Context: an optimization exercise on an open-source flow, tuned for small area, a short achievable clock period and few clock cycles per item. The choices shown serve that exercise and are no tape-out recipe. In this exercise RTL edits were held to simulation tests only and were not proved equivalent to the original.

==> run a <==
Design st4_temporal, start of the top module:
module st4_temporal (
    input  wire        clk,
    input  wire        rst,
    input  wire        in_valid,
    output wire        in_ready,
    input  wire [19:0] in_c,         
    input  wire [23:0] in_hist,      
    input  wire [7:0]  in_tau,       
    input  wire        in_pad,       
    input  wire        in_restart,   
    input  wire        in_tnr,       
    input  wire        in_rtc,       
    input  wire        in_gap_k0,    
    input  wire [8:0]  in_amin,      
    input  wire [15:0] in_tlo,       
    input  wire [15:0] in_thi,       
    input  wire [11:0] in_kmax,      
    input  wire [17:0] in_rate,      
    output reg         out_valid,
    output reg  [19:0] out_z,        
    output reg  [23:0] out_hist,     
    output reg         out_sat,      
    output reg         out_clamp     
);
    assign in_ready = 1'b1;
    reg        r0_valid;
    reg [19:0] r0_c;
    reg [19:0] r0_h;         
    reg [3:0]  r0_age;       
    reg [7:0]  r0_tau;
    reg        r0_pad, r0_tnr, r0_kon;
    reg [8:0]  r0_amin;
    reg [15:0] r0_tlo, r0_thi;
    reg [11:0] r0_kmax;
    reg [17:0] r0_rate;
    always @(posedge clk) begin
        if (rst) r0_valid <= 1'b0;
        else     r0_valid <= in_valid;
        r0_c    <= in_c;
        r0_h    <= in_restart ? 20'd0 : in_hist[23:4];
        r0_age  <= in_restart ? 4'd0 : in_hist[3:0];
        r0_tau  <= in_tau;
  ...
==> flow/config.mk <==
export PLATFORM = sky130hd
export DESIGN_NAME = st4_temporal
export DESIGN_NICKNAME = st4_temporal
export VERILOG_FILES = /design/flow/design.v
export SDC_FILE = /design/flow/constraint.sdc
export NUM_CORES = 4
export LEC_CHECK = 0
export ABC_AREA = 1
export CAP_MARGIN = 30
export CORE_MARGIN = 2
export CORE_UTILIZATION = 55
export SLEW_MARGIN = 55
==> flow/constraint.sdc <==
create_clock -name core_clock -period 38.0 [get_ports {clk}]
set_input_delay 7.6000 -clock core_clock [delete_from_list [all_inputs] [get_ports {clk}]]
set_output_delay 7.6000 -clock core_clock [all_outputs]
set_load 0.01 [all_outputs]
run.sh (not shown) runs the stock make flow with config.mk's settings and CLKGATE_MAP_FILE= SYNTH_SCRIPT=/design/flow/synth_recipe.tcl, a recipe that flattens the netlist after the stock synthesis.
==> run b (differences from run a) <==
Settings changed: CTS_CLUSTER_DIAMETER from default to 160, CTS_CLUSTER_SIZE from default to 20.
==> comparison <==
Between run b and run a, the lower clock skew is in run a (gap 0.011 ns).
Non-clock buffer count is the same in run a and run b.
Critical path depth is the same in run a and run b.
==> figures <==
metric                                                     run b        run a
Share of cell area taken by multi-input logic gates        56.2%        54.7%
Detailed route wirelength on metal3                      5.33 mm      5.95 mm
Status                          no timing/DRC/antenna violations  no timing/DRC/antenna violations
Setup slack on the worst flop-to-flop path              29.93 ns     29.90 ns
Ratio of layout area to synthesized area                  1.079x       1.109x
Relative slew slack                                        56.6%        57.1%
Sequential share of cell area                              27.8%        27.1%
Worst hold slack                                        0.304 ns     0.313 ns
Testbench counts of run a, summed over its fixed seeds: cycles 32,064, items 32,000.
Testbench counts of run b, summed over its fixed seeds: cycles 32,064, items 32,000.

==> inputs of 08-06 <==
st4_temporal again, from the RTL that the note above started with.
clock: 38.0 ns
lec_check: 0
abc_area: 1
cap_margin: 30
core_margin: 2
core_utilization: 55
cts_buf_list: sky130_fd_sc_hd__clkbuf_8
slew_margin: 55
==> 06-24 (differences from 08-06) <==
--- a/flow/config.mk
+++ b/flow/config.mk
@@ -10,4 +10,5 @@
 export CORE_MARGIN = 2
 export CORE_UTILIZATION = 55
-export CTS_BUF_LIST = sky130_fd_sc_hd__clkbuf_8
+export CTS_CLUSTER_DIAMETER = 200
+export CTS_CLUSTER_SIZE = 30
 export SLEW_MARGIN = 55
==> 01-19 (differences from 08-06) <==
--- a/flow/config.mk
+++ b/flow/config.mk
@@ -10,4 +10,5 @@
 export CORE_MARGIN = 2
 export CORE_UTILIZATION = 55
-export CTS_BUF_LIST = sky130_fd_sc_hd__clkbuf_8
+export CTS_CLUSTER_DIAMETER = 200
+export CTS_CLUSTER_SIZE = 25
 export SLEW_MARGIN = 55
==> results.txt <==
- Outcome: complete, no violations
- Initial DRC Count: 2481
- Rel. slew slack: 56.08%
- Met2 usage: 38.43%
- Initial antenna violation count: 4
- CTS buffer count: 29
- Fmax: 109.7 MHz
# the run above: 06-24

==> results.txt <==
- Initial DRC Count: between 2000 and 2500
- Outcome: complete, no violations
- Rel. slew slack: 55.92%
- Met2 usage: between 30% and 40%
- Fmax: 108.4 MHz
# the run above: 08-06

==> results.txt <==
- Initial DRC Count: 2484
- Initial antenna violation count: 4
- Outcome: complete, no violations
- Congestion Overflow GR: 0
- Fmax: roughly 110 MHz
- Met2 usage: 38.51%
- Yosys warning count: 1
- Synth area leader: dfxtp_1
# the run above: 01-19

Testbench counts of 08-06, summed over its fixed seeds: cycles 32,064, items 32,000.
Testbench counts of 06-24, summed over its fixed seeds: cycles 32,064, items 32,000.
Testbench counts of 01-19, summed over its fixed seeds: cycles 32,064, items 32,000.

[static timing again, ports no longer ideal]
Ports are ideal in the flow. The routed layouts listed here were re-timed in OpenROAD.
Step 1 assumes that a clkbuf_16 drives the clock port and a buf_2 every other input.
Step 2 moves the port delays by t, midway between the first and last clock arrival at a register: inputs arrive t later, outputs are due t later. That takes back most of the time a late clock gives input paths.
Slacks: no drivers / after step 1 / after step 2; pairs: no drivers / after step 1.
run | shift t [ns] | setup slack, ns | clock arrival spread, ns
run a | 0.704 | 28.913 / 28.846 / 28.753 | 0.032 / 0.031
run b | 0.663 | 28.940 / 28.873 / 28.769 | 0.048 / 0.047
08-06 | 0.817 | 28.772 / 28.705 / 28.762 | 0.052 / 0.052
06-24 | 0.698 | 28.887 / 28.818 / 28.769 | 0.042 / 0.042
01-19 | 0.655 | 28.932 / 28.865 / 28.773 | 0.041 / 0.041
After both steps setup and hold are still met in every run listed. For run b, which loses most, drivers alone change the setup slack by -0.067 ns; drivers and shift together by -0.171 ns.
